Context: an optimization exercise on an open-source flow, tuned for small area and a short achievable clock period. The choices shown serve that exercise and are no tape-out recipe. RTL that was checked went through simulation tests only; none was proved equivalent to the original. For run 3, only the layout was checked, not whether the RTL still works.

## flow/design.v (module list and top-level ports; edited modules follow where they fit)
// module easel_alu: 134 lines
// module easel_clz32: 35 lines
// module easel_xu: 261 lines
// module easel_mul_tree: 1919 lines
module easel_xu (
    input  wire        clk,
    input  wire        rst,         
    input  wire        issue,
    input  wire [31:0] instr,
    input  wire [31:0] opa,         
    input  wire [31:0] opb,         
    input  wire        sat_clr,     
    output reg         w1_valid,
    output reg  [4:0]  w1_rd,
    output reg  [31:0] w1_data,
    output reg         w3_valid,
    output reg  [4:0]  w3_rd,
    output reg  [31:0] w3_data,
    output reg         ill,
    output reg         sat
);
  // ...
==> flow/run.sh <==
#!/bin/bash
# synth_recipe.tcl (not shown) runs the flow's synth.tcl, then flattens the netlist and writes it again
# the make line also repeats each setting of config.mk as NAME=value (left out here)
make -C /OpenROAD-flow-scripts/flow DESIGN_CONFIG=/design/flow/config.mk WORK_HOME=/design/flow/orfs CLKGATE_MAP_FILE= SYNTH_SCRIPT=/design/flow/synth_recipe.tcl finish
==> flow/config.mk <==
export PLATFORM = sky130hd
export DESIGN_NAME = easel_xu
export DESIGN_NICKNAME = easel_xu
export VERILOG_FILES = /design/flow/design.v
export SDC_FILE = /design/flow/constraint.sdc
export NUM_CORES = 4
export LEC_CHECK = 0
export ABC_CLOCK_PERIOD_IN_PS = 5000
export CAP_MARGIN = 20
export CORE_MARGIN = 2
export CORE_UTILIZATION = 40
export SETUP_SLACK_MARGIN = 5
export SLEW_MARGIN = 20
==> flow/constraint.sdc <==
create_clock -name core_clock -period 10.5 [get_ports {clk}]
set_input_delay 2.1000 -clock core_clock [delete_from_list [all_inputs] [get_ports {clk}]]
set_output_delay 2.1000 -clock core_clock [all_outputs]
set_load 0.01 [all_outputs]
==> results.cfg, run 1 <==
[detailed_routing]
dr.pass1.iters = 11
drt_iter0_drc = 10700
wl_per_cell_um = 40.0
drtAntennaViolNets = 0
route.detailed.drc = 0
dr_wl_met3_um = 52700

[placed_design]
hpwl_um = 306000
gp_congestion = 1.06

[timing]
rsz0062_at_grt = true
post-route-min-period_ps = 6700
maxSlewHeadroom_pct = 12.9
drv_slew = 0

[worst_setup_path]
reg2regPathDepth = 29
cp.depth = 13
crit_type = in2reg

[clock_network]
cts_root_buf = clkbuf_16
postCtsSetupRepairBufs = 328

[layout]
stdcell_area_um2 = 91500
nFlopsAndLatches = 566
insertedDiodeCount = 9

[hold_path]
worstHoldEndpoint = s2_kind[0]
worstHoldPathCells = 0

[synthesis]
postSynthCellCount = 8589
synth_nets = 9562
yosys-top-cells-count = nor2_1, a22oi_1, clkbuf_1
synth.area.top_cells = dfxtp_1, fa_1, a22oi_1, xor2_1, ha_1
yosys.area_share.simple_pct = 13.5
synthAdderAreaFrac_pct = 21.1
ys.flop_type = dfxtp_1
yosys_warnings = 2

[global_routing]
grtUsageTotal_pct = 48.3
grt_pass1_vias = 75100
grt_max_degree = 94
met2_usage_pct = 72.7

[floorplanning]
dieArea_um2 = 181000
die_y_um = 426

[status]
outcome = finished clean
==> module easel_alu, before the edit <==
module easel_alu (
    input  wire [31:0] instr,
    input  wire [31:0] opa,       
    input  wire [31:0] opb,       
    output wire        legal,     
    output wire [31:0] result,
    output wire        sat        
);
    wire [5:0]  op   = instr[31:26];
    wire [4:0]  f_k  = instr[15:11];    
    wire [10:0] fn   = instr[10:0];
    wire [15:0] imm  = instr[15:0];
    wire g0   = (op == 6'h00);
    wire fhi0 = (fn[10:5] == 6'd0);
    wire f_add  = g0 & fhi0 & (fn[4:0] == 5'h00);
    wire f_adds = g0 & fhi0 & (fn[4:0] == 5'h01);
    wire f_sub  = g0 & fhi0 & (fn[4:0] == 5'h02);
    wire f_subs = g0 & fhi0 & (fn[4:0] == 5'h03);
    wire f_and  = g0 & fhi0 & (fn[4:0] == 5'h04);
    wire f_or   = g0 & fhi0 & (fn[4:0] == 5'h05);
    wire f_xor  = g0 & fhi0 & (fn[4:0] == 5'h06);
    wire f_sll  = g0 & fhi0 & (fn[4:0] == 5'h08);
    wire f_srl  = g0 & fhi0 & (fn[4:0] == 5'h09);
    wire f_sra  = g0 & fhi0 & (fn[4:0] == 5'h0A);
    wire f_slli = g0 & fhi0 & (fn[4:0] == 5'h0C);
    wire f_srli = g0 & fhi0 & (fn[4:0] == 5'h0D);
    wire f_srai = g0 & fhi0 & (fn[4:0] == 5'h0E);
    wire f_slt  = g0 & fhi0 & (fn[4:0] == 5'h10);
    wire f_sltu = g0 & fhi0 & (fn[4:0] == 5'h11);
    wire f_min  = g0 & fhi0 & (fn[4:0] == 5'h12);
    wire f_minu = g0 & fhi0 & (fn[4:0] == 5'h13);
    wire f_max  = g0 & fhi0 & (fn[4:0] == 5'h14);
    wire f_maxu = g0 & fhi0 & (fn[4:0] == 5'h15);
    wire f_abs  = g0 & fhi0 & (fn[4:0] == 5'h18) & (f_k == 5'd0);
    wire f_clz  = g0 & fhi0 & (fn[4:0] == 5'h19) & (f_k == 5'd0);
    wire f_sat  = g0 & fhi0 & (fn[4:0] == 5'h1C);
    wire f_satu = g0 & fhi0 & (fn[4:0] == 5'h1D);
    wire i_addi = (op == 6'h01);
    wire i_andi = (op == 6'h02);
    wire i_ori  = (op == 6'h03);
    wire i_xori = (op == 6'h04);
    wire i_lui  = (op == 6'h05) & (instr[20:16] == 5'd0);
    assign legal = f_add | f_adds | f_sub | f_subs | f_and | f_or | f_xor |
                   f_sll | f_srl | f_sra | f_slli | f_srli | f_srai |
                   f_slt | f_sltu | f_min | f_minu | f_max | f_maxu |
                   f_abs | f_clz | f_sat | f_satu |
                   i_addi | i_andi | i_ori | i_xori | i_lui;
    wire is_imm  = ~g0;
    wire cmp_grp = fn[4];
    wire do_sub  = g0 & (fn[4] | fn[1]);
    wire sgn     = ~(cmp_grp & fn[0]);           
    wire [31:0] bsrc = is_imm ? {{16{imm[15]}}, imm} : opb;
    wire [32:0] aa = {sgn & opa[31], opa};
    wire [32:0] bb = {sgn & bsrc[31], bsrc} ^ {33{do_sub}};
    wire [32:0] sum = aa + bb + {32'd0, do_sub};
    wire ovf = sum[32] ^ sum[31];
    wire lt  = sum[32];                          
    wire [31:0] sat_add = ovf ? (sum[32] ? 32'h8000_0000 : 32'h7FFF_FFFF) : sum[31:0];
    wire [31:0] lb = is_imm ? {16'd0, imm} : opb;
    wire [31:0] r_and = opa & lb;
    wire [31:0] r_or  = opa | lb;
    wire [31:0] r_xor = opa ^ lb;
    wire       sh_imm  = fn[2];
    wire [4:0] shamt   = sh_imm ? f_k : opb[4:0];
    wire       sh_left = (fn[1:0] == 2'b00);
    wire       sh_fill = (fn[1:0] == 2'b10) & opa[31];
    wire [31:0] opa_rev;
    genvar gi;
    generate
        for (gi = 0; gi < 32; gi = gi + 1) begin : g_rev
            assign opa_rev[gi] = opa[31 - gi];
        end
    endgenerate
    wire [31:0] sh_in = sh_left ? opa_rev : opa;
    wire [63:0] sh_ext = {{32{sh_fill}}, sh_in};
    wire [63:0] sh_full = sh_ext >> shamt;
    wire [31:0] sh_r = sh_full[31:0];
    wire [31:0] sh_l;
    generate
        for (gi = 0; gi < 32; gi = gi + 1) begin : g_rev2
            assign sh_l[gi] = sh_r[31 - gi];
        end
    endgenerate
    reg [31:0] below;
    integer i;
    always @(*) begin
        below[0] = 1'b0;
        for (i = 1; i < 32; i = i + 1)
            below[i] = below[i-1] | opa[i-1];
    end
    wire abs_min = opa[31] & ~(|opa[30:0]);
    wire [31:0] r_abs = abs_min ? 32'h7FFF_FFFF : (opa ^ ({32{opa[31]}} & below));
    wire [5:0] clz;
    easel_clz32 u_clz (.x(opa), .n(clz));
    wire [31:0] m_le;
    generate
        for (gi = 0; gi < 32; gi = gi + 1) begin : g_mask
            assign m_le[gi] = (gi <= f_k);
        end
    endgenerate
    wire [31:0] m_lt = {1'b0, m_le[31:1]};
    wire [30:0] eqs  = ~(opa[30:0] ^ {31{opa[31]}});
    wire s_fits  = &(eqs | m_lt[30:0]);
    wire [31:0] r_sat = s_fits ? opa : (m_lt ^ {32{opa[31]}});
    wire u_big   = |(opa & ~m_le);
    wire [31:0] r_satu = opa[31] ? 32'd0 : (u_big ? m_le : opa);
    wire sel_add  = f_add | f_sub | i_addi;
    wire sel_sadd = f_adds | f_subs;
    wire sel_and  = f_and | i_andi;
    wire sel_or   = f_or | i_ori;
    wire sel_xor  = f_xor | i_xori;
    wire sel_shr  = f_srl | f_sra | f_srli | f_srai;
    wire sel_shl  = f_sll | f_slli;
    wire sel_lt   = f_slt | f_sltu;
    wire sel_a    = ((f_min | f_minu) & lt) | ((f_max | f_maxu) & ~lt);
    wire sel_b    = ((f_min | f_minu) & ~lt) | ((f_max | f_maxu) & lt);
    assign result = ({32{sel_add}}  & sum[31:0]) |
                    ({32{sel_sadd}} & sat_add) |
                    ({32{sel_and}}  & r_and) |
                    ({32{sel_or}}   & r_or) |
                    ({32{sel_xor}}  & r_xor) |
                    ({32{sel_shr}}  & sh_r) |
                    ({32{sel_shl}}  & sh_l) |
                    ({32{sel_lt}}   & {31'd0, lt}) |
                    ({32{sel_a}}    & opa) |
                    ({32{sel_b}}    & opb) |
                    ({32{f_abs}}    & r_abs) |
                    ({32{f_clz}}    & {26'd0, clz}) |
                    ({32{f_sat}}    & r_sat) |
                    ({32{f_satu}}   & r_satu) |
                    ({32{i_lui}}    & {imm, 16'd0});
    assign sat = (sel_sadd & ovf) | (f_abs & abs_min) | (f_sat & ~s_fits) |
                 (f_satu & (opa[31] | u_big));
endmodule
==> module easel_xu, before the edit <==
module easel_xu (
    input  wire        clk,
    input  wire        rst,         
    input  wire        issue,
    input  wire [31:0] instr,
    input  wire [31:0] opa,         
    input  wire [31:0] opb,         
    input  wire        sat_clr,     
    output reg         w1_valid,
    output reg  [4:0]  w1_rd,
    output reg  [31:0] w1_data,
    output reg         w3_valid,
    output reg  [4:0]  w3_rd,
    output reg  [31:0] w3_data,
    output reg         ill,
    output reg         sat
);
    wire [5:0]  op  = instr[31:26];
    wire [4:0]  rd  = instr[25:21];
    wire [10:0] fn  = instr[10:0];
    wire        alu_legal;
    wire [31:0] alu_result;
    wire        alu_sat;
    easel_alu u_alu (
        .instr  (instr),
        .opa    (opa),
        .opb    (opb),
        .legal  (alu_legal),
        .result (alu_result),
        .sat    (alu_sat)
    );
    wire op_mul = (op == 6'h08);
    wire op_mac = (op == 6'h09);
    wire op_acc = (op == 6'h0A);
    wire is_mul  = op_mul &&
                   (fn == 11'h000 || fn == 11'h001 || fn == 11'h002 ||
                    fn == 11'h004 || fn == 11'h005 || fn == 11'h006 ||
                    fn == 11'h007);
    wire is_mac  = op_mac && (instr[25:23] == 3'd0) &&
                   (fn == 11'h000 || fn == 11'h001 || fn == 11'h003 ||
                    fn == 11'h004 || fn == 11'h005 || fn == 11'h007);
    wire is_accr = op_acc && (fn[10:8] == 3'd0) &&
                   (instr[20:18] == 3'd0) && (instr[15:11] == 5'd0) &&
                   (fn[1] == 1'b0 || fn[7:2] == 6'd0);
    wire is_accw = op_acc && (fn[10:8] == 3'd1) && (fn[7:2] == 6'd0) &&
                   (instr[25:23] == 3'd0) && (fn[1:0] != 2'd3) &&
                   (fn[1:0] == 2'd0 || instr[15:11] == 5'd0);
    wire is_accz = op_acc && (fn == 11'h200) &&
                   (instr[25:23] == 3'd0) && (instr[20:11] == 10'd0);
    wire legal = alu_legal || is_mul || is_mac || is_accr || is_accw || is_accz;
    wire go    = issue && !rst;
    wire m_uns  = op_mul & (fn[2:0] == 3'b010);               
    wire m_q15  = op_mul & fn[2] & ~fn[0];                    
    wire a_sh16 = (op_mac & ~fn[0]) | (op_acc & fn[1]);       
    wire b_sh16 = op_mac & ~fn[0];                            
    wire b_c31  = op_acc & (fn[1] | fn[0]);                   
    wire a_zero = op_acc & fn[9];                             
    wire [32:0] a_op, b_op;
    assign a_op[15:0]  = (a_sh16 | a_zero) ? 16'd0 : opa[15:0];
    assign a_op[31:16] = a_zero ? 16'd0 : a_sh16 ? opa[15:0] :
                         m_q15 ? {16{opa[15]}} : opa[31:16];
    assign a_op[32]    = (a_zero | m_uns) ? 1'b0 : (a_sh16 | m_q15) ? opa[15] : opa[31];
    assign b_op[15:0]  = (b_sh16 | b_c31) ? 16'd0 : opb[15:0];
    assign b_op[31:16] = b_c31 ? 16'h8000 : b_sh16 ? opb[15:0] :
                         m_q15 ? {16{opb[15]}} : opb[31:16];
    assign b_op[32]    = (b_c31 | m_uns) ? 1'b0 : (b_sh16 | m_q15) ? opb[15] : opb[31];
    wire mac_w1r  = op_mac & fn[0] & fn[1];                   
    wire mac_sub_floor = op_mac & (fn[2:0] == 3'b101);        
    wire mq15r    = op_mul & (fn[2:0] == 3'b110);
    wire mq31r    = op_mul & (fn[2:0] == 3'b111);
    wire [1:0] inj = mq31r ? 2'd3 : mac_sub_floor ? 2'd2 :
                     (mac_w1r | mq15r) ? 2'd1 : 2'd0;
    wire tie15_en = mac_w1r | mq15r;
    wire neg_all  = op_mac & fn[2];
    wire is_pair  = op_acc & ~fn[9] & (fn[1:0] == 2'd0);
    localparam K_MUL  = 2'd0;
    localparam K_MAC  = 2'd1;
    localparam K_ACCR = 2'd2;
    localparam K_ACCW = 2'd3;
    wire [1:0] kind0 = op_mul ? K_MUL : op_mac ? K_MAC :
                       (fn[9] | fn[8]) ? K_ACCW : K_ACCR;
    wire [1:0] idx0  = (op_acc & ~fn[9] & ~fn[8]) ? instr[17:16] : instr[22:21];
    reg [63:0] acc0, acc1, acc2, acc3;
    reg        s1_valid;
    reg [1:0]  s1_kind;
    reg [4:0]  s1_rd;
    reg [1:0]  s1_idx;
    reg [7:0]  s1_fn;
    reg [32:0] s1_a, s1_b;
    reg [1:0]  s1_inj;
    reg        s1_tie15, s1_neg, s1_pair;
    wire [34:0] bx = {s1_b[32], s1_b, 1'b0};
    wire [16:0] bo, bt, bn;
    genvar gi;
    generate
        for (gi = 0; gi < 17; gi = gi + 1) begin : g_booth
            wire b0 = bx[2*gi];
            wire b1 = bx[2*gi+1];
            wire b2 = bx[2*gi+2];
            assign bo[gi] = b1 ^ b0;
            assign bt[gi] = (b2 & ~b1 & ~b0) | (~b2 & b1 & b0);
            assign bn[gi] = b2 ^ s1_neg;
        end
    endgenerate
    wire [64:0] kin = {31'h2AAAAAAB, 34'd0} |
                      {34'd0, (s1_inj == 2'd3), 15'd0, s1_inj[0] ^ s1_inj[1],
                       {14{s1_inj == 2'd2}}};
    wire [64:0] ps, pc;
    easel_mul_tree u_tree (.A(s1_a), .one(bo), .two(bt), .neg(bn), .K(kin),
                           .ps(ps), .pc(pc));
    wire [16:0] lo = {1'b0, ps[15:0]} + {1'b0, pc[15:0]};
    wire tie15 = s1_tie15 & ~(|lo[14:0]);
    wire [30:0] zp = ps[30:0] ^ pc[30:0];
    wire [30:0] zo = {ps[29:0] | pc[29:0], 1'b0};
    wire zero31 = ~(|(zp ^ zo));
    wire [2:0] gh = {1'b0, ps[64:63]} + {1'b0, pc[64:63]};
    wire ext1 = (gh >= 3'd2);
    wire ext2 = (gh == 3'd6);
    wire [14:0] xext = {{14{ext1}}, ext1 & ~ext2};
    wire [64:0] x_n = {xext, ps[64:16], lo[15] & ~tie15};
    wire [64:0] x_p = {s1_b[31], s1_b[31:0], s1_a[31:0]};
    reg        s2_valid;
    reg [1:0]  s2_kind;
    reg [4:0]  s2_rd;
    reg [1:0]  s2_idx;
    reg [7:0]  s2_fn;
    reg [64:0] s2_x;
    reg [48:0] s2_y;         
    reg        s2_c16;       
    reg [14:0] s2_lo;        
    reg        s2_tie31;
    wire [63:0] acc_sel = (s2_idx == 2'd0) ? acc0 : (s2_idx == 2'd1) ? acc1 :
                          (s2_idx == 2'd2) ? acc2 : acc3;
    wire        k_mac  = (s2_kind == K_MAC);
    wire [64:0] acc_in = {65{k_mac}} & {acc_sel[63], acc_sel};
    wire [64:0] yrow   = {15'd0, s2_y, 1'b0};
    wire [64:0] cs_s = acc_in ^ s2_x ^ yrow;
    wire [64:0] cs_c = (acc_in & s2_x) | (acc_in & yrow) | (s2_x & yrow);
    wire [64:0] add_u = {cs_s[64:1], acc_in[0]};
    wire [64:0] add_v = {cs_c[63:1], s2_c16, s2_x[0]};
    wire [64:0] sum   = add_u + add_v;
    wire        m_ovf   = sum[64] ^ sum[63];
    wire [63:0] acc_new = m_ovf ? {sum[64], {63{~sum[64]}}} : sum[63:0];
    wire        q15_ovf = sum[16] ^ sum[15];
    wire        q31_ovf = sum[48] ^ sum[47];
    reg  [31:0] mul_res;
    reg         mul_sat;
    always @(*) begin
        mul_sat = 1'b0;
        case (s2_fn[2:0])
        3'd0: mul_res = {sum[16:0], s2_lo};
        3'd1, 3'd2: mul_res = sum[48:17];
        3'd4, 3'd6: begin
            mul_res = q15_ovf ? (sum[16] ? 32'hFFFF_8000 : 32'h0000_7FFF)
                              : {{16{sum[15]}}, sum[15:0]};
            mul_sat = q15_ovf;
        end
        default: begin
            mul_res = q31_ovf ? (sum[48] ? 32'h8000_0000 : 32'h7FFF_FFFF)
                              : {sum[47:17], sum[16] & ~s2_tie31};
            mul_sat = q31_ovf;
        end
        endcase
    end
    wire [4:0]  a_sh  = s2_fn[7:3];
    wire        a_r   = s2_fn[2];
    wire [47:0] v48   = acc_sel[47:0] << a_sh;
    reg         fitA, fitB;
    integer     j;
    always @(*) begin
        fitA = 1'b1;
        fitB = 1'b1;
        for (j = 16; j < 63; j = j + 1) begin
            if ((j + a_sh >= 47) && (acc_sel[j] != acc_sel[63])) fitA = 1'b0;
            if ((j + a_sh >= 48) && (acc_sel[j] != acc_sel[63])) fitB = 1'b0;
        end
    end
    wire [31:0] w32   = v48[47:16];
    wire        st0   = |v48[14:0];
    wire        inc0  = a_r & v48[15] & (st0 | v48[16]);
    wire        st1   = |v48[30:0];
    wire        inc1  = a_r & v48[31] & (st1 | v48[32]);
    wire        fmt1  = s2_fn[0];
    wire [31:0] rnd32 = w32 + {15'd0, fmt1 & inc1, 15'd0, ~fmt1 & inc0};
    wire        rmax0 = inc0 & (w32 == 32'h7FFF_FFFF);
    wire        rmax1 = inc1 & (w32[31:16] == 16'h7FFF);
    wire        a_sgn = acc_sel[63];
    wire        asat0 = a_sgn ? (~fitA & ~(fitB & rmax0)) : (~fitA | rmax0);
    wire        asat1 = a_sgn ? (~fitA & ~(fitB & rmax1)) : (~fitA | rmax1);
    reg  [31:0] accr_res;
    reg         accr_sat;
    always @(*) begin
        accr_sat = 1'b0;
        case (s2_fn[1:0])
        2'd0: begin
            accr_sat = asat0;
            accr_res = asat0 ? (a_sgn ? 32'h8000_0000 : 32'h7FFF_FFFF) : rnd32;
        end
        2'd1: begin
            accr_sat = asat1;
            accr_res = asat1 ? (a_sgn ? 32'hFFFF_8000 : 32'h0000_7FFF)
                             : {{16{rnd32[31]}}, rnd32[31:16]};
        end
        2'd2: accr_res = acc_sel[63:32];
        default: accr_res = acc_sel[31:0];
        endcase
    end
    wire s2_sat = (s2_kind == K_MUL)  ? mul_sat :
                  (s2_kind == K_MAC)  ? m_ovf :
                  (s2_kind == K_ACCR) ? accr_sat : 1'b0;
    wire s2_wacc = (s2_kind == K_MAC) | (s2_kind == K_ACCW);
    wire s2_wreg = (s2_kind == K_MUL) | (s2_kind == K_ACCR);
    always @(posedge clk) begin
        w1_rd    <= rd;
        w1_data  <= alu_result;
        s1_kind  <= kind0;
        s1_rd    <= rd;
        s1_idx   <= idx0;
        s1_fn    <= fn[7:0];
        s1_a     <= a_op;
        s1_b     <= b_op;
        s1_inj   <= inj;
        s1_tie15 <= tie15_en;
        s1_neg   <= neg_all;
        s1_pair  <= is_pair;
        s2_kind  <= s1_kind;
        s2_rd    <= s1_rd;
        s2_idx   <= s1_idx;
        s2_fn    <= s1_fn;
        s2_x     <= s1_pair ? x_p : x_n;
        s2_y     <= s1_pair ? 49'd0 : pc[64:16];
        s2_c16   <= s1_pair ? 1'b0 : lo[16];
        s2_lo    <= lo[14:0];
        s2_tie31 <= (s1_inj == 2'd3) & zero31;
        w3_rd    <= s2_rd;
        w3_data  <= (s2_kind == K_ACCR) ? accr_res : mul_res;
        if (rst) begin
            w1_valid <= 1'b0;
            w3_valid <= 1'b0;
            ill      <= 1'b0;
            sat      <= 1'b0;
            s1_valid <= 1'b0;
            s2_valid <= 1'b0;
            acc0     <= 64'd0;
            acc1     <= 64'd0;
            acc2     <= 64'd0;
            acc3     <= 64'd0;
        end else begin
            w1_valid <= go && alu_legal && (rd != 5'd0);
            ill      <= go && !legal;
            s1_valid <= go && (is_mul || is_mac || is_accr || is_accw || is_accz);
            s2_valid <= s1_valid;
            w3_valid <= s2_valid && s2_wreg && (s2_rd != 5'd0);
            sat      <= (sat && !sat_clr) || (go && alu_sat) || (s2_valid && s2_sat);
            if (s2_valid && s2_wacc && s2_idx == 2'd0) acc0 <= acc_new;
            if (s2_valid && s2_wacc && s2_idx == 2'd1) acc1 <= acc_new;
            if (s2_valid && s2_wacc && s2_idx == 2'd2) acc2 <= acc_new;
            if (s2_valid && s2_wacc && s2_idx == 2'd3) acc3 <= acc_new;
        end
    end
endmodule
==> run 2, diff against run 1 <==
--- a/flow/design.v
+++ b/flow/design.v
@@ -47,9 +47,9 @@
                    i_addi | i_andi | i_ori | i_xori | i_lui;
     wire is_imm  = ~g0;
     wire cmp_grp = fn[4];
-    wire do_sub  = g0 & (fn[4] | fn[1]);
+    wire do_sub  = ~op[0] & (fn[4] | fn[1]);
     wire sgn     = ~(cmp_grp & fn[0]);           
-    wire [31:0] bsrc = is_imm ? {{16{imm[15]}}, imm} : opb;
+    wire [31:0] bsrc = op[0] ? {{16{imm[15]}}, imm} : opb;
     wire [32:0] aa = {sgn & opa[31], opa};
     wire [32:0] bb = {sgn & bsrc[31], bsrc} ^ {33{do_sub}};
     wire [32:0] sum = aa + bb + {32'd0, do_sub};
@@ -249,28 +249,33 @@
     wire [1:0] kind0 = op_mul ? K_MUL : op_mac ? K_MAC :
                        (fn[9] | fn[8]) ? K_ACCW : K_ACCR;
     wire [1:0] idx0  = (op_acc & ~fn[9] & ~fn[8]) ? instr[17:16] : instr[22:21];
-    reg [63:0] acc0, acc1, acc2, acc3;
-    reg        s1_valid;
-    reg [1:0]  s1_kind;
-    reg [4:0]  s1_rd;
-    reg [1:0]  s1_idx;
-    reg [7:0]  s1_fn;
-    reg [32:0] s1_a, s1_b;
-    reg [1:0]  s1_inj;
-    reg        s1_tie15, s1_neg, s1_pair;
-    wire [34:0] bx = {s1_b[32], s1_b, 1'b0};
-    wire [16:0] bo, bt, bn;
+    wire [34:0] bx = {b_op[32], b_op, 1'b0};
+    wire [16:0] bo0, bt0, bn0;
     genvar gi;
     generate
         for (gi = 0; gi < 17; gi = gi + 1) begin : g_booth
             wire b0 = bx[2*gi];
             wire b1 = bx[2*gi+1];
             wire b2 = bx[2*gi+2];
-            assign bo[gi] = b1 ^ b0;
-            assign bt[gi] = (b2 & ~b1 & ~b0) | (~b2 & b1 & b0);
-            assign bn[gi] = b2 ^ s1_neg;
+            assign bo0[gi] = b1 ^ b0;
+            assign bt0[gi] = (b2 & ~b1 & ~b0) | (~b2 & b1 & b0);
+            assign bn0[gi] = b2 ^ neg_all;
         end
     endgenerate
+    wire [50:0] booth0 = is_pair ? {19'd0, opb} : {bn0, bt0, bo0};
+    reg [63:0] acc0, acc1, acc2, acc3;
+    reg        s1_valid;
+    reg [1:0]  s1_kind;
+    reg [4:0]  s1_rd;
+    reg [1:0]  s1_idx;
+    reg [7:0]  s1_fn;
+    reg [32:0] s1_a;
+    reg [50:0] s1_booth;     
+    reg [1:0]  s1_inj;
+    reg        s1_tie15, s1_pair;
+    wire [16:0] bo = s1_booth[16:0];
+    wire [16:0] bt = s1_booth[33:17];
+    wire [16:0] bn = s1_booth[50:34];
     wire [64:0] kin = {31'h2AAAAAAB, 34'd0} |
                       {34'd0, (s1_inj == 2'd3), 15'd0, s1_inj[0] ^ s1_inj[1],
                        {14{s1_inj == 2'd2}}};
@@ -279,15 +284,12 @@
                            .ps(ps), .pc(pc));
     wire [16:0] lo = {1'b0, ps[15:0]} + {1'b0, pc[15:0]};
     wire tie15 = s1_tie15 & ~(|lo[14:0]);
-    wire [30:0] zp = ps[30:0] ^ pc[30:0];
-    wire [30:0] zo = {ps[29:0] | pc[29:0], 1'b0};
-    wire zero31 = ~(|(zp ^ zo));
     wire [2:0] gh = {1'b0, ps[64:63]} + {1'b0, pc[64:63]};
     wire ext1 = (gh >= 3'd2);
     wire ext2 = (gh == 3'd6);
     wire [14:0] xext = {{14{ext1}}, ext1 & ~ext2};
     wire [64:0] x_n = {xext, ps[64:16], lo[15] & ~tie15};
-    wire [64:0] x_p = {s1_b[31], s1_b[31:0], s1_a[31:0]};
+    wire [64:0] x_p = {s1_booth[31], s1_booth[31:0], s1_a[31:0]};
     reg        s2_valid;
     reg [1:0]  s2_kind;
     reg [4:0]  s2_rd;
@@ -297,11 +299,10 @@
     reg [48:0] s2_y;         
     reg        s2_c16;       
     reg [14:0] s2_lo;        
-    reg        s2_tie31;
-    wire [63:0] acc_sel = (s2_idx == 2'd0) ? acc0 : (s2_idx == 2'd1) ? acc1 :
-                          (s2_idx == 2'd2) ? acc2 : acc3;
-    wire        k_mac  = (s2_kind == K_MAC);
-    wire [64:0] acc_in = {65{k_mac}} & {acc_sel[63], acc_sel};
+    reg        s2_tie31en;
+    reg [63:0] s2_acc;
+    wire [63:0] acc_sel = s2_acc;
+    wire [64:0] acc_in = {acc_sel[63], acc_sel};
     wire [64:0] yrow   = {15'd0, s2_y, 1'b0};
     wire [64:0] cs_s = acc_in ^ s2_x ^ yrow;
     wire [64:0] cs_c = (acc_in & s2_x) | (acc_in & yrow) | (s2_x & yrow);
@@ -310,6 +311,11 @@
     wire [64:0] sum   = add_u + add_v;
     wire        m_ovf   = sum[64] ^ sum[63];
     wire [63:0] acc_new = m_ovf ? {sum[64], {63{~sum[64]}}} : sum[63:0];
+    wire [14:0] za = s2_x[15:1];
+    wire [14:0] zb = s2_y[14:0];
+    wire [14:0] zp = za ^ zb;
+    wire [14:0] zo = {za[13:0] | zb[13:0], s2_c16};
+    wire s2_tie31 = s2_tie31en & ~(|s2_lo) & ~s2_x[0] & ~(|(zp ^ zo));
     wire        q15_ovf = sum[16] ^ sum[15];
     wire        q31_ovf = sum[48] ^ sum[47];
     reg  [31:0] mul_res;
@@ -387,10 +393,9 @@
         s1_idx   <= idx0;
         s1_fn    <= fn[7:0];
         s1_a     <= a_op;
-        s1_b     <= b_op;
+        s1_booth <= booth0;
         s1_inj   <= inj;
         s1_tie15 <= tie15_en;
-        s1_neg   <= neg_all;
         s1_pair  <= is_pair;
         s2_kind  <= s1_kind;
         s2_rd    <= s1_rd;
@@ -400,7 +405,11 @@
         s2_y     <= s1_pair ? 49'd0 : pc[64:16];
         s2_c16   <= s1_pair ? 1'b0 : lo[16];
         s2_lo    <= lo[14:0];
-        s2_tie31 <= (s1_inj == 2'd3) & zero31;
+        s2_tie31en <= (s1_inj == 2'd3);
+        s2_acc   <= ~((s1_kind == K_MAC) | (s1_kind == K_ACCR)) ? 64'd0 :
+                    (s2_valid && s2_wacc && s2_idx == s1_idx) ? acc_new :
+                    (s1_idx == 2'd0) ? acc0 : (s1_idx == 2'd1) ? acc1 :
+                    (s1_idx == 2'd2) ? acc2 : acc3;
         w3_rd    <= s2_rd;
         w3_data  <= (s2_kind == K_ACCR) ? accr_res : mul_res;
         if (rst) begin
==> run 2 against run 1 <==
Against the previous run:
- worst hold slack lost 3.9 ps
- die area up 2.4%
- maximum frequency grew 19%
- via count shrank 6.3%
- synthesized area increased by 2.4%
- first-iteration DRC count fell by 1.1%
- cell area decreased by 10%
==> results.cfg, run 2 <==
[placed_design]
gp_congestion = 1.07
port_buffers = 177
place_ws_ps = 2960
hpwl_um = 259000

[layout]
final_core_util_pct = 45.3
layout_commonest_cell = xnor2_1
area_growth_syn_to_layout_pct = 12.5
drive_gt1_share_pct = 13.0
mostFrequentLayoutCells = xnor2_1, nand2_1, dfxtp_1, nor2_1, a22oi_1
final_nets = 9339

[detailed_routing]
routed-via-count = 72600
route.detailed.drc = 0
drt_iter0_drc = 10600
wl_per_cell_um = 34.8
routed_wirelength_um = 377000
dr.pass1.iters = 7
drtAntennaViolNets = 0
top_layer = met5
dr_wl_met3_um = 45700
wl_met2_um = 155000
wl_met1_um = 141000
vias_per_cell = 6.71

[clock_network]
clk_latency_ps = 710
path_clk_slew_ps = 70
cts.path.max_buffers = 3
numCtsBuffers = 76
h-tree-depth = 3
cts_root_buf = clkbuf_16
cts_tree = yes
cts_sinks = 646

[synthesis]
syn_area_um2 = 72900
yosysSeqAreaShare_pct = 17.7
synth.area.top_cells = dfxtp_1, fa_1, xnor2_1, a22oi_1, ha_1
synth_cell_type_count = 113
synth.ff_latch_count = 646
syn_avg_cell_area_um2 = 8.49
postSynthCellCount = 8589
yosys-top-cells-count = xnor2_1, clkbuf_1, nand2_1
synth_edf_count = 0
synth_nets = 9550
yosysMostFrequentCell = xnor2_1
netlist.area_leader.share_pct = 17.7
ys.flop_type = dfxtp_1
async_flop_share_pct = 0
yosys.area.top_type = dfxtp_1
yosys_warnings = 2

[global_routing]
grt_pass1_wl_um = 532000
grt_max_degree = 100
grt.overflow.total = 0
grt_pass1_vias = 71300
grtUsageTotal_pct = 39.5
antenna_found_initial = 22

[timing]
finalSetupViolCount = 0
finalHoldViolations = 0
worst_slack_ps = 4890
rsz0062_at_grt = true
maxSlewHeadroom_pct = 10.8
fin_setup_tns_ps = 0
fmax_ghz = 0.178
fin_crit_sh_pct = 53.4
worst_pin_slew_ps = 1330
skew_ps = 44.0
timing.hold.ws_ps = 323
post-route-min-period_ps = 5610
drv_slew = 0

[floorplanning]
core.rowCount = 156
die_y_um = 431
start_util_pct = 40.3
die_x_um = 431
dieArea_um2 = 186000
core_region_area_um2 = 181000
io_pins = 178

[worst_setup_path]
cp_max_fo = 13
start_kind = flop
cp.required_ps = 11100
startpoint = s2_fn[4]
cp.arrival_ps = 6210
end_kind = flop
crit_type = reg2reg
max_stage_delay_ps = 610
r2r_start = s2_fn[4]
path_common_cell = mux4_2
crit_chain = buf_12 -> buf_16 -> mux4_2 -> mux2i_1 -> mux4_2 -> nand2_1 -> nor4_2 -> a31oi_2 -> and2_1 -> ha_1 -> inv_1 -> o32ai_2 -> a41oi_2 -> nor3_2 -> xor2_1 -> buf_4 -> or3_4 -> a21oi_4 -> nor2_4 -> a211oi_4
cp_slowest_cell = mux4_2

[run]
cap_violations = 0

[status]
outcome = finished clean

[hold_path]
hp-class = reg2reg
min-delay-start = s1_fn[0]
-- run 2: layout make-up --
type                            instances  area [µm²]
Antenna cell                           11        27.5
Clock buffer                          110        2260
Clock inverter                         28         493
Fill cell                           17600       98900
Inverter                              504        1910
Multi-Input combinational cell       6576       55800
Sequential cell                       646       13000
Tap cell                             2370        2970
Timing Repair Buffer                  574        5510
-- run 2: stage by stage --
step                      instance area [µm²]  instances
after CTS                               80400      10700
after floorplan                         73100       8589
final                                   82000      10800
after global placement                  76500      10600
after detailed placement                76600      10600
after global routing                    82000      10800
-- run 2: final timing paths --
check                endpoint  slack [ps]  depth (start not counted)
setup / recovery  w3_data[19]        4890                         20
hold / removal       s2_fn[0]         320                          0
setup reg to reg  w3_data[19]        4890                         20
hold reg to reg      s2_fn[0]         320                          0
-- run 2: per-layer routing --
layer / vias to the layer above / track usage, %
met4: 18 / 28.4
met3: 1559 / 11.8
met1: 35500 / 49.3
met5: - / 0.130
li1: 30000 / -
met2: 5593 / 57.8
-- run 2: critical path, delay by kind of cell (launching register included) --
kind | cells | cell delay [ps]
flip-flops | 1 | 460
XOR/XNOR | 1 | 90
AND/OR/NAND/NOR | 6 | 1220
buffers and inverters | 4 | 600
multiplexers | 3 | 1550
AO/OA/AOI/OAI | 5 | 1240
adder cells (fa/ha/maj) | 1 | 320
-- run 2: kinds of logic (layout without fill, tap and decap cells) --
| kind of cell | count (synthesis) | count (layout) | share of synthesized area (%) |
|---|---|---|---|
| XOR/XNOR | 889 | 890 | 10.7 |
| AO/OA/AOI/OAI | 2509 | 2509 | 23.6 |
| AND/OR/NAND/NOR | 1922 | 1923 | 12.0 |
| adder cells (fa/ha/maj) | 863 | 863 | 20.4 |
| multiplexers | 391 | 391 | 8.18 |
| other | 0 | 11 | 0 |
| flip-flops | 646 | 646 | 17.7 |
| buffers and inverters | 1369 | 1216 | 7.43 |
-- run 2: repair_timing --
item                       CTS  global route
setup endpoints to repair  406           362
hold buffers                 0             0
cloned                       9             4
buffers inserted            33            69
resized for setup          180           241
pin swaps                   15            45
==> run 3, diff against run 2 <==
--- a/flow/design.v
+++ b/flow/design.v
@@ -3,7 +3,10 @@
     input  wire [31:0] opa,       
     input  wire [31:0] opb,       
     output wire        legal,     
-    output wire [31:0] result,
+    output wire [32:0] sum,       
+    output wire [31:0] other,     
+    output wire        use_sum,   
+    output wire        sadd,      
     output wire        sat        
 );
     wire [5:0]  op   = instr[31:26];
@@ -52,10 +55,8 @@
     wire [31:0] bsrc = op[0] ? {{16{imm[15]}}, imm} : opb;
     wire [32:0] aa = {sgn & opa[31], opa};
     wire [32:0] bb = {sgn & bsrc[31], bsrc} ^ {33{do_sub}};
-    wire [32:0] sum = aa + bb + {32'd0, do_sub};
-    wire ovf = sum[32] ^ sum[31];
+    assign sum = aa + bb + {32'd0, do_sub};
     wire lt  = sum[32];                          
-    wire [31:0] sat_add = ovf ? (sum[32] ? 32'h8000_0000 : 32'h7FFF_FFFF) : sum[31:0];
     wire [31:0] lb = is_imm ? {16'd0, imm} : opb;
     wire [31:0] r_and = opa & lb;
     wire [31:0] r_or  = opa | lb;
@@ -104,32 +105,39 @@
     wire [31:0] r_sat = s_fits ? opa : (m_lt ^ {32{opa[31]}});
     wire u_big   = |(opa & ~m_le);
     wire [31:0] r_satu = opa[31] ? 32'd0 : (u_big ? m_le : opa);
-    wire sel_add  = f_add | f_sub | i_addi;
-    wire sel_sadd = f_adds | f_subs;
-    wire sel_and  = f_and | i_andi;
-    wire sel_or   = f_or | i_ori;
-    wire sel_xor  = f_xor | i_xori;
-    wire sel_shr  = f_srl | f_sra | f_srli | f_srai;
-    wire sel_shl  = f_sll | f_slli;
-    wire sel_lt   = f_slt | f_sltu;
-    wire sel_a    = ((f_min | f_minu) & lt) | ((f_max | f_maxu) & ~lt);
-    wire sel_b    = ((f_min | f_minu) & ~lt) | ((f_max | f_maxu) & lt);
-    assign result = ({32{sel_add}}  & sum[31:0]) |
-                    ({32{sel_sadd}} & sat_add) |
-                    ({32{sel_and}}  & r_and) |
-                    ({32{sel_or}}   & r_or) |
-                    ({32{sel_xor}}  & r_xor) |
-                    ({32{sel_shr}}  & sh_r) |
-                    ({32{sel_shl}}  & sh_l) |
-                    ({32{sel_lt}}   & {31'd0, lt}) |
-                    ({32{sel_a}}    & opa) |
-                    ({32{sel_b}}    & opb) |
-                    ({32{f_abs}}    & r_abs) |
-                    ({32{f_clz}}    & {26'd0, clz}) |
-                    ({32{f_sat}}    & r_sat) |
-                    ({32{f_satu}}   & r_satu) |
-                    ({32{i_lui}}    & {imm, 16'd0});
-    assign sat = (sel_sadd & ovf) | (f_abs & abs_min) | (f_sat & ~s_fits) |
+    wire q0   = (op[2:0] == 3'd0);
+    wire [4:0] f = fn[4:0];
+    wire s_and  = (q0 & (f == 5'h04)) | (op[2:0] == 3'd2);
+    wire s_or   = (q0 & (f == 5'h05)) | (op[2:0] == 3'd3);
+    wire s_xor  = (q0 & (f == 5'h06)) | (op[2:0] == 3'd4);
+    wire s_shr  = q0 & (f[4:3] == 2'b01) & (f[1:0] != 2'b00);
+    wire s_shl  = q0 & (f[4:3] == 2'b01) & (f[1:0] == 2'b00);
+    wire s_lt   = q0 & (f[4:1] == 4'b1000);
+    wire s_min  = q0 & (f[4:1] == 4'b1001);
+    wire s_max  = q0 & (f[4:1] == 4'b1010);
+    wire s_abs  = q0 & (f == 5'h18);
+    wire s_clz  = q0 & (f == 5'h19);
+    wire s_sat  = q0 & (f == 5'h1C);
+    wire s_satu = q0 & (f == 5'h1D);
+    wire s_lui  = (op[2:0] == 3'd5);
+    wire sel_a  = (s_min & lt) | (s_max & ~lt);
+    wire sel_b  = (s_min & ~lt) | (s_max & lt);
+    assign use_sum = (q0 & (f[4:2] == 3'b000)) | (op[2:0] == 3'd1);
+    assign sadd    = f_adds | f_subs;
+    assign other = ({32{s_and}}  & r_and) |
+                   ({32{s_or}}   & r_or) |
+                   ({32{s_xor}}  & r_xor) |
+                   ({32{s_shr}}  & sh_r) |
+                   ({32{s_shl}}  & sh_l) |
+                   ({32{s_lt}}   & {31'd0, lt}) |
+                   ({32{sel_a}}  & opa) |
+                   ({32{sel_b}}  & opb) |
+                   ({32{s_abs}}  & r_abs) |
+                   ({32{s_clz}}  & {26'd0, clz}) |
+                   ({32{s_sat}}  & r_sat) |
+                   ({32{s_satu}} & r_satu) |
+                   ({32{s_lui}}  & {imm, 16'd0});
+    assign sat = (f_abs & abs_min) | (f_sat & ~s_fits) |
                  (f_satu & (opa[31] | u_big));
 endmodule
 module easel_clz32 (
@@ -177,26 +185,31 @@
     input  wire        sat_clr,     
     output reg         w1_valid,
     output reg  [4:0]  w1_rd,
-    output reg  [31:0] w1_data,
+    output wire [31:0] w1_data,
     output reg         w3_valid,
     output reg  [4:0]  w3_rd,
-    output reg  [31:0] w3_data,
+    output wire [31:0] w3_data,
     output reg         ill,
-    output reg         sat
+    output wire        sat
 );
     wire [5:0]  op  = instr[31:26];
     wire [4:0]  rd  = instr[25:21];
     wire [10:0] fn  = instr[10:0];
     wire        alu_legal;
-    wire [31:0] alu_result;
+    wire [32:0] alu_sum;
+    wire [31:0] alu_other;
+    wire        alu_use_sum, alu_sadd;
     wire        alu_sat;
     easel_alu u_alu (
-        .instr  (instr),
-        .opa    (opa),
-        .opb    (opb),
-        .legal  (alu_legal),
-        .result (alu_result),
-        .sat    (alu_sat)
+        .instr   (instr),
+        .opa     (opa),
+        .opb     (opb),
+        .legal   (alu_legal),
+        .sum     (alu_sum),
+        .other   (alu_other),
+        .use_sum (alu_use_sum),
+        .sadd    (alu_sadd),
+        .sat     (alu_sat)
     );
     wire op_mul = (op == 6'h08);
     wire op_mac = (op == 6'h09);
@@ -218,12 +231,15 @@
                    (instr[25:23] == 3'd0) && (instr[20:11] == 10'd0);
     wire legal = alu_legal || is_mul || is_mac || is_accr || is_accw || is_accz;
     wire go    = issue && !rst;
-    wire m_uns  = op_mul & (fn[2:0] == 3'b010);               
-    wire m_q15  = op_mul & fn[2] & ~fn[0];                    
-    wire a_sh16 = (op_mac & ~fn[0]) | (op_acc & fn[1]);       
-    wire b_sh16 = op_mac & ~fn[0];                            
-    wire b_c31  = op_acc & (fn[1] | fn[0]);                   
-    wire a_zero = op_acc & fn[9];                             
+    wire p_mul  = (op[1:0] == 2'b00);
+    wire p_mac  = (op[1:0] == 2'b01);
+    wire p_acc  = op[1];
+    wire m_uns  = p_mul & (fn[2:0] == 3'b010);                
+    wire m_q15  = p_mul & fn[2] & ~fn[0];                     
+    wire a_sh16 = (p_mac & ~fn[0]) | (p_acc & fn[1]);         
+    wire b_sh16 = p_mac & ~fn[0];                             
+    wire b_c31  = p_acc & (fn[1] | fn[0]);                    
+    wire a_zero = p_acc & fn[9];                              
     wire [32:0] a_op, b_op;
     assign a_op[15:0]  = (a_sh16 | a_zero) ? 16'd0 : opa[15:0];
     assign a_op[31:16] = a_zero ? 16'd0 : a_sh16 ? opa[15:0] :
@@ -233,22 +249,22 @@
     assign b_op[31:16] = b_c31 ? 16'h8000 : b_sh16 ? opb[15:0] :
                          m_q15 ? {16{opb[15]}} : opb[31:16];
     assign b_op[32]    = (b_c31 | m_uns) ? 1'b0 : (b_sh16 | m_q15) ? opb[15] : opb[31];
-    wire mac_w1r  = op_mac & fn[0] & fn[1];                   
-    wire mac_sub_floor = op_mac & (fn[2:0] == 3'b101);        
-    wire mq15r    = op_mul & (fn[2:0] == 3'b110);
-    wire mq31r    = op_mul & (fn[2:0] == 3'b111);
+    wire mac_w1r  = p_mac & fn[0] & fn[1];                    
+    wire mac_sub_floor = p_mac & (fn[2:0] == 3'b101);         
+    wire mq15r    = p_mul & (fn[2:0] == 3'b110);
+    wire mq31r    = p_mul & (fn[2:0] == 3'b111);
     wire [1:0] inj = mq31r ? 2'd3 : mac_sub_floor ? 2'd2 :
                      (mac_w1r | mq15r) ? 2'd1 : 2'd0;
     wire tie15_en = mac_w1r | mq15r;
-    wire neg_all  = op_mac & fn[2];
-    wire is_pair  = op_acc & ~fn[9] & (fn[1:0] == 2'd0);
+    wire neg_all  = p_mac & fn[2];
+    wire is_pair  = p_acc & ~fn[9] & (fn[1:0] == 2'd0);
     localparam K_MUL  = 2'd0;
     localparam K_MAC  = 2'd1;
     localparam K_ACCR = 2'd2;
     localparam K_ACCW = 2'd3;
-    wire [1:0] kind0 = op_mul ? K_MUL : op_mac ? K_MAC :
+    wire [1:0] kind0 = p_mul ? K_MUL : p_mac ? K_MAC :
                        (fn[9] | fn[8]) ? K_ACCW : K_ACCR;
-    wire [1:0] idx0  = (op_acc & ~fn[9] & ~fn[8]) ? instr[17:16] : instr[22:21];
+    wire [1:0] idx0  = (p_acc & ~fn[9] & ~fn[8]) ? instr[17:16] : instr[22:21];
     wire [34:0] bx = {b_op[32], b_op, 1'b0};
     wire [16:0] bo0, bt0, bn0;
     genvar gi;
@@ -264,6 +280,7 @@
     endgenerate
     wire [50:0] booth0 = is_pair ? {19'd0, opb} : {bn0, bt0, bo0};
     reg [63:0] acc0, acc1, acc2, acc3;
+    reg        aco0, aco1, aco2, aco3;
     reg        s1_valid;
     reg [1:0]  s1_kind;
     reg [4:0]  s1_rd;
@@ -301,7 +318,8 @@
     reg [14:0] s2_lo;        
     reg        s2_tie31en;
     reg [63:0] s2_acc;
-    wire [63:0] acc_sel = s2_acc;
+    reg        s2_acco;
+    wire [63:0] acc_sel = s2_acco ? {~s2_acc[63], {63{s2_acc[63]}}} : s2_acc;
     wire [64:0] acc_in = {acc_sel[63], acc_sel};
     wire [64:0] yrow   = {15'd0, s2_y, 1'b0};
     wire [64:0] cs_s = acc_in ^ s2_x ^ yrow;
@@ -310,33 +328,23 @@
     wire [64:0] add_v = {cs_c[63:1], s2_c16, s2_x[0]};
     wire [64:0] sum   = add_u + add_v;
     wire        m_ovf   = sum[64] ^ sum[63];
-    wire [63:0] acc_new = m_ovf ? {sum[64], {63{~sum[64]}}} : sum[63:0];
+    wire [63:0] acc_new = sum[63:0];
     wire [14:0] za = s2_x[15:1];
     wire [14:0] zb = s2_y[14:0];
     wire [14:0] zp = za ^ zb;
     wire [14:0] zo = {za[13:0] | zb[13:0], s2_c16};
     wire s2_tie31 = s2_tie31en & ~(|s2_lo) & ~s2_x[0] & ~(|(zp ^ zo));
-    wire        q15_ovf = sum[16] ^ sum[15];
-    wire        q31_ovf = sum[48] ^ sum[47];
-    reg  [31:0] mul_res;
-    reg         mul_sat;
+    reg  [32:0] mul_pre;
     always @(*) begin
-        mul_sat = 1'b0;
         case (s2_fn[2:0])
-        3'd0: mul_res = {sum[16:0], s2_lo};
-        3'd1, 3'd2: mul_res = sum[48:17];
-        3'd4, 3'd6: begin
-            mul_res = q15_ovf ? (sum[16] ? 32'hFFFF_8000 : 32'h0000_7FFF)
-                              : {{16{sum[15]}}, sum[15:0]};
-            mul_sat = q15_ovf;
-        end
-        default: begin
-            mul_res = q31_ovf ? (sum[48] ? 32'h8000_0000 : 32'h7FFF_FFFF)
-                              : {sum[47:17], sum[16] & ~s2_tie31};
-            mul_sat = q31_ovf;
-        end
+        3'd0: mul_pre = {1'b0, sum[16:0], s2_lo};
+        3'd1, 3'd2: mul_pre = {1'b0, sum[48:17]};
+        3'd4, 3'd6: mul_pre = {sum[16:0], 16'd0};
+        default: mul_pre = {sum[48:17], sum[16] & ~s2_tie31};
         endcase
     end
+    wire s2_q15 = (s2_kind == K_MUL) & s2_fn[2] & ~s2_fn[0];
+    wire s2_q31 = (s2_kind == K_MUL) & s2_fn[2] & s2_fn[0];
     wire [4:0]  a_sh  = s2_fn[7:3];
     wire        a_r   = s2_fn[2];
     wire [47:0] v48   = acc_sel[47:0] << a_sh;
@@ -380,14 +388,38 @@
         default: accr_res = acc_sel[31:0];
         endcase
     end
-    wire s2_sat = (s2_kind == K_MUL)  ? mul_sat :
-                  (s2_kind == K_MAC)  ? m_ovf :
+    wire s2_sat = (s2_kind == K_MAC)  ? m_ovf :
                   (s2_kind == K_ACCR) ? accr_sat : 1'b0;
     wire s2_wacc = (s2_kind == K_MAC) | (s2_kind == K_ACCW);
     wire s2_wreg = (s2_kind == K_MUL) | (s2_kind == K_ACCR);
+    reg  [32:0] w1_sum;
+    reg  [31:0] w1_other;
+    reg         w1_use_sum, w1_sadd;     
+    reg  [32:0] w3_pre;
+    reg         w3_q15, w3_q31;          
+    reg         sat_r;
+    wire        w1_ovf = w1_sum[32] ^ w1_sum[31];
+    assign w1_data = ~w1_use_sum ? w1_other :
+                     (w1_sadd & w1_ovf) ? (w1_sum[32] ? 32'h8000_0000 : 32'h7FFF_FFFF) :
+                     w1_sum[31:0];
+    wire        w3_ovf = w3_pre[32] ^ w3_pre[31];
+    assign w3_data = (w3_q31 & w3_ovf) ? (w3_pre[32] ? 32'h8000_0000 : 32'h7FFF_FFFF) :
+                     (w3_q15 & w3_ovf) ? (w3_pre[32] ? 32'hFFFF_8000 : 32'h0000_7FFF) :
+                     w3_q15 ? {{16{w3_pre[31]}}, w3_pre[31:16]} : w3_pre[31:0];
+    assign sat = sat_r | (w1_sadd & w1_ovf) | ((w3_q15 | w3_q31) & w3_ovf);
+    wire [64:0] acc_wd = rst ? 65'd0 : {m_ovf, acc_new};
+    wire        acc_w  = s2_valid && s2_wacc;
+    always @(posedge clk) begin
+        if (rst || (acc_w && s2_idx == 2'd0)) {aco0, acc0} <= acc_wd;
+        if (rst || (acc_w && s2_idx == 2'd1)) {aco1, acc1} <= acc_wd;
+        if (rst || (acc_w && s2_idx == 2'd2)) {aco2, acc2} <= acc_wd;
+        if (rst || (acc_w && s2_idx == 2'd3)) {aco3, acc3} <= acc_wd;
+    end
     always @(posedge clk) begin
         w1_rd    <= rd;
-        w1_data  <= alu_result;
+        w1_sum   <= alu_sum;
+        w1_other <= alu_other;
+        w1_use_sum <= alu_use_sum;
         s1_kind  <= kind0;
         s1_rd    <= rd;
         s1_idx   <= idx0;
@@ -410,30 +442,32 @@
                     (s2_valid && s2_wacc && s2_idx == s1_idx) ? acc_new :
                     (s1_idx == 2'd0) ? acc0 : (s1_idx == 2'd1) ? acc1 :
                     (s1_idx == 2'd2) ? acc2 : acc3;
+        s2_acco  <= ~((s1_kind == K_MAC) | (s1_kind == K_ACCR)) ? 1'b0 :
+                    (s2_valid && s2_wacc && s2_idx == s1_idx) ? m_ovf :
+                    (s1_idx == 2'd0) ? aco0 : (s1_idx == 2'd1) ? aco1 :
+                    (s1_idx == 2'd2) ? aco2 : aco3;
         w3_rd    <= s2_rd;
-        w3_data  <= (s2_kind == K_ACCR) ? accr_res : mul_res;
+        w3_pre   <= (s2_kind == K_ACCR) ? {1'b0, accr_res} : mul_pre;
         if (rst) begin
             w1_valid <= 1'b0;
             w3_valid <= 1'b0;
             ill      <= 1'b0;
-            sat      <= 1'b0;
+            sat_r    <= 1'b0;
+            w1_sadd  <= 1'b0;
+            w3_q15   <= 1'b0;
+            w3_q31   <= 1'b0;
             s1_valid <= 1'b0;
             s2_valid <= 1'b0;
-            acc0     <= 64'd0;
-            acc1     <= 64'd0;
-            acc2     <= 64'd0;
-            acc3     <= 64'd0;
         end else begin
             w1_valid <= go && alu_legal && (rd != 5'd0);
             ill      <= go && !legal;
             s1_valid <= go && (is_mul || is_mac || is_accr || is_accw || is_accz);
             s2_valid <= s1_valid;
             w3_valid <= s2_valid && s2_wreg && (s2_rd != 5'd0);
-            sat      <= (sat && !sat_clr) || (go && alu_sat) || (s2_valid && s2_sat);
-            if (s2_valid && s2_wacc && s2_idx == 2'd0) acc0 <= acc_new;
-            if (s2_valid && s2_wacc && s2_idx == 2'd1) acc1 <= acc_new;
-            if (s2_valid && s2_wacc && s2_idx == 2'd2) acc2 <= acc_new;
-            if (s2_valid && s2_wacc && s2_idx == 2'd3) acc3 <= acc_new;
+            sat_r    <= (sat && !sat_clr) || (go && alu_sat) || (s2_valid && s2_sat);
+            w1_sadd  <= go && alu_sadd;
+            w3_q15   <= s2_valid && s2_q15;
+            w3_q31   <= s2_valid && s2_q31;
         end
     end
 endmodule
--- a/flow/config.mk
+++ b/flow/config.mk
@@ -8,6 +8,6 @@
 export ABC_CLOCK_PERIOD_IN_PS = 5000
 export CAP_MARGIN = 20
 export CORE_MARGIN = 2
-export CORE_UTILIZATION = 40
+export CORE_UTILIZATION = 55
 export SETUP_SLACK_MARGIN = 5
 export SLEW_MARGIN = 20
==> run 3 against run 2 <==
Against the previous run:
- still clean on timing, DRC and antenna
- die area fell by 28%
- cell area is 3.0% lower
- worst hold slack gained 3.9 ps
- core utilization up 16 points
- sequential share of layout area is 4.8 points higher
- highest routed layer unchanged
- cell count shrank 11%
- critical endpoint is now w3_pre[15]
- maximum frequency hardly changed
- worst setup slack better by 3.9 ps
- clock-buffer cell count decreased by 14
==> results.cfg, run 3 <==
[timing]
worst_pin_slew_ps = 1160
fmax_ghz = 0.178
worst_slack_ps = 4890
maxSlewHeadroom_pct = 22.4
fin_setup_tns_ps = 0
drv_slew = 0
rsz0062_at_grt = true
post-route-min-period_ps = 5610
fin_crit_sh_pct = 53.4
finalSetupViolCount = 0
skew_ps = 77.8
finalHoldViolations = 0

[worst_setup_path]
reg2regPathDepth = 11
cp_slowest_cell = dfxtp_1
r2r_start = s2_acc[22]
end_kind = flop
max_stage_delay_ps = 870
start_kind = flop
timing.rr.end = w3_pre[15]
crit_chain = mux2i_1 -> a22oi_1 -> or3b_1 -> o21a_1 -> a2111o_1 -> or4_1 -> or4_1 -> o31ai_4 -> and2_4 -> o21ai_0 -> a31oi_1
ff2ff_setup_slack_ps = 4890
cp.required_ps = 11060
path_common_cell = or4_1
critical_path_buf_inv_count = 0
crit_type = reg2reg
cp_max_fo = 16
critical-path-top-delay-family = compound AO/OA/AOI/OAI gates
cp.arrival_ps = 6170

[placed_design]
hpwl_um = 223000
port_buffers = 177
place_ws_ps = 3290
gp_congestion = 1.08

[synthesis]
async_flop_share_pct = 0
synth_nets = 9027
postSynthCellCount = 8066
yosysSeqAreaShare_pct = 22.8
synth.area.top_cells = fa_1, dfxtp_1, edfxtp_1, xnor2_1, a22oi_1
ys.flop_type = dfxtp_1
yosysMostFrequentCell = xnor2_1
yosys_warnings = 2
syn_avg_cell_area_um2 = 8.90
synth.ff_latch_count = 689
syn_area_um2 = 71800
netlist.area_leader.share_pct = 15.0
yosys-top-cells-count = xnor2_1, clkbuf_1, a22oi_1
yosys.area.top_type = fa_1
synth_cell_type_count = 101
synth_edf_count = 260

[detailed_routing]
dr.pass1.iters = 10
wl_per_cell_um = 34.0
routed-via-count = 69300
route.detailed.drc = 0
drtAntennaViolNets = 0
drt_iter0_drc = 11600
vias_per_cell = 7.16
routed_wirelength_um = 329000

[clock_network]
cts_sinks = 689
h-tree-depth = 3
cts.path.max_buffers = 3
cts_tree = yes
numCtsBuffers = 78
path_clk_slew_ps = 60
clk_latency_ps = 730
cts_root_buf = clkbuf_16

[global_routing]
grt_pass1_wl_um = 467000
grt.overflow.total = 0
grt_max_degree = 82
grtUsageTotal_pct = 48.2
grt_pass1_vias = 66200
antenna_found_initial = 30

[floorplanning]
die_y_um = 365
core_region_area_um2 = 129000
dieArea_um2 = 133000
io_pins = 178
die_x_um = 365
start_util_pct = 55.4
core.rowCount = 132

[run]
cap_violations = 0

[layout]
layout_commonest_cell = xnor2_1
mostFrequentLayoutCells = xnor2_1, a22oi_1, nor2_1, fa_1
drive_gt1_share_pct = 11.0
final_nets = 8811
area_growth_syn_to_layout_pct = 10.8

[hold_path]
worstHoldPathCells = 0
hp-class = reg2reg
worstHoldEndpoint = s2_fn[3]
min-delay-start = s1_fn[3]

[status]
outcome = finished clean
run 3: changes by cell type after synthesis, moves of 42 or more:
cell,delta
a211oi_1,-225
a221oi_1,-42
a22oi_1,+42
dfxtp_1,-217
edfxtp_1,+260
mux4_2,-54
nand2_1,-177
nor2_1,-44
run 3: final cells by class:
cell class                 instances  area (µm²)
fill                           11300       50000
tap                             1742        2180
clock inverter                    50         617
inverter                         512        1940
clock buffer                      96        2080
antenna                           20        50.0
sequential                       689       16500
timing repair buffer             473        4640
multi-input combinational       6096       51500
run 3: cells by family (layout without fill, tap and decap cells):
| family | count (synthesis) | in the layout | share of synthesized area (%) |
|---|---|---|---|
| XOR/XNOR | 887 | 887 | 10.8 |
| other | 0 | 20 | 0 |
| multiplexers | 301 | 301 | 6.01 |
| flip-flops | 689 | 689 | 22.8 |
| AND/OR/NAND/NOR | 1748 | 1750 | 11.3 |
| adder cells (fa/ha/maj) | 862 | 862 | 20.6 |
| buffers and inverters | 1283 | 1131 | 6.84 |
| AO/OA/AOI/OAI | 2296 | 2296 | 21.5 |
run 3: through the flow:
| step | instance area, µm² | instances | hold WS [ps] | utilization, % |
|---|---|---|---|---|
| detailed placement | 74700 | 9444 | 314 | 57.7 |
| finish | 79500 | 9678 | 326 | 61.4 |
| CTS | 78400 | 9621 | 326 | 60.5 |
| global placement | 74700 | 9444 | 310 | 57.7 |
| global route | 79500 | 9663 | 332 | 61.4 |
| floorplan | 72000 | 8066 | 310 | - |
run 3: worst max path at each step:
stage,depth (start not counted),slack (ps),from,end
after CTS,21,4950,instr[1],w1_other[3]
after global routing,19,4850,instr[0],w1_other[11]
after floorplan,2,4630,s2_kind[0],acc0[0]
final,11,4890,s2_acc[22],w3_pre[15]
after global placement,19,3340,instr[1],w1_other[3]
after detailed placement,19,3290,instr[1],w1_other[3]
run 3: layer usage:
metal  vias to the layer above  part of all wire, %  global-route usage, %  wire [µm]
li1                      28200                    -                      -          -
met2                      6150                   41                   68.9     134000
met4                        26                  9.3                   34.2      30700
met3                      1669                   14                   16.6      47300
met5                         -                0.059                  0.254        194
met1                     33300                   36                   60.7     117000
run 3: what timing repair did:
item | 4_1_cts | 5_1_grt
buffers inserted | 23 | 27
cloned | 8 | 7
setup endpoints to repair | 227 | 164
hold buffers | 0 | 0
resized for setup | 140 | 185
pin swaps | 14 | 29

==> static timing again, ports no longer ideal <==
How much do the figures lean on ideal ports? The routed layouts below were timed once more, with nothing changed but the port constraints.
Step 1, drivers: a clkbuf_16 drives clk and a buf_2 each remaining input, both assumed.
Step 2, shift: input delay + t, output delay - t, t = (earliest + latest rising clock arrival at the registers) / 2. This alone moves slack from input paths to output paths.
Three values: ideal, step 1, step 2; two values: the first two.
| run | t (ns) | setup slack, ns | worst setup path after step 2 |
|---|---|---|---|
| run 1 | 0.853 | 3.799 / 3.887 / 3.035 | input to register |
| run 2 | 0.776 | 4.890 / 4.890 / 4.246 | input to register |
| run 3 | 0.779 | 4.894 / 4.894 / 4.227 | input to register |
After both steps every run listed still meets setup and hold. For run 1, which loses most, drivers alone change the setup slack by +0.088 ns; drivers and shift together by -0.764 ns.
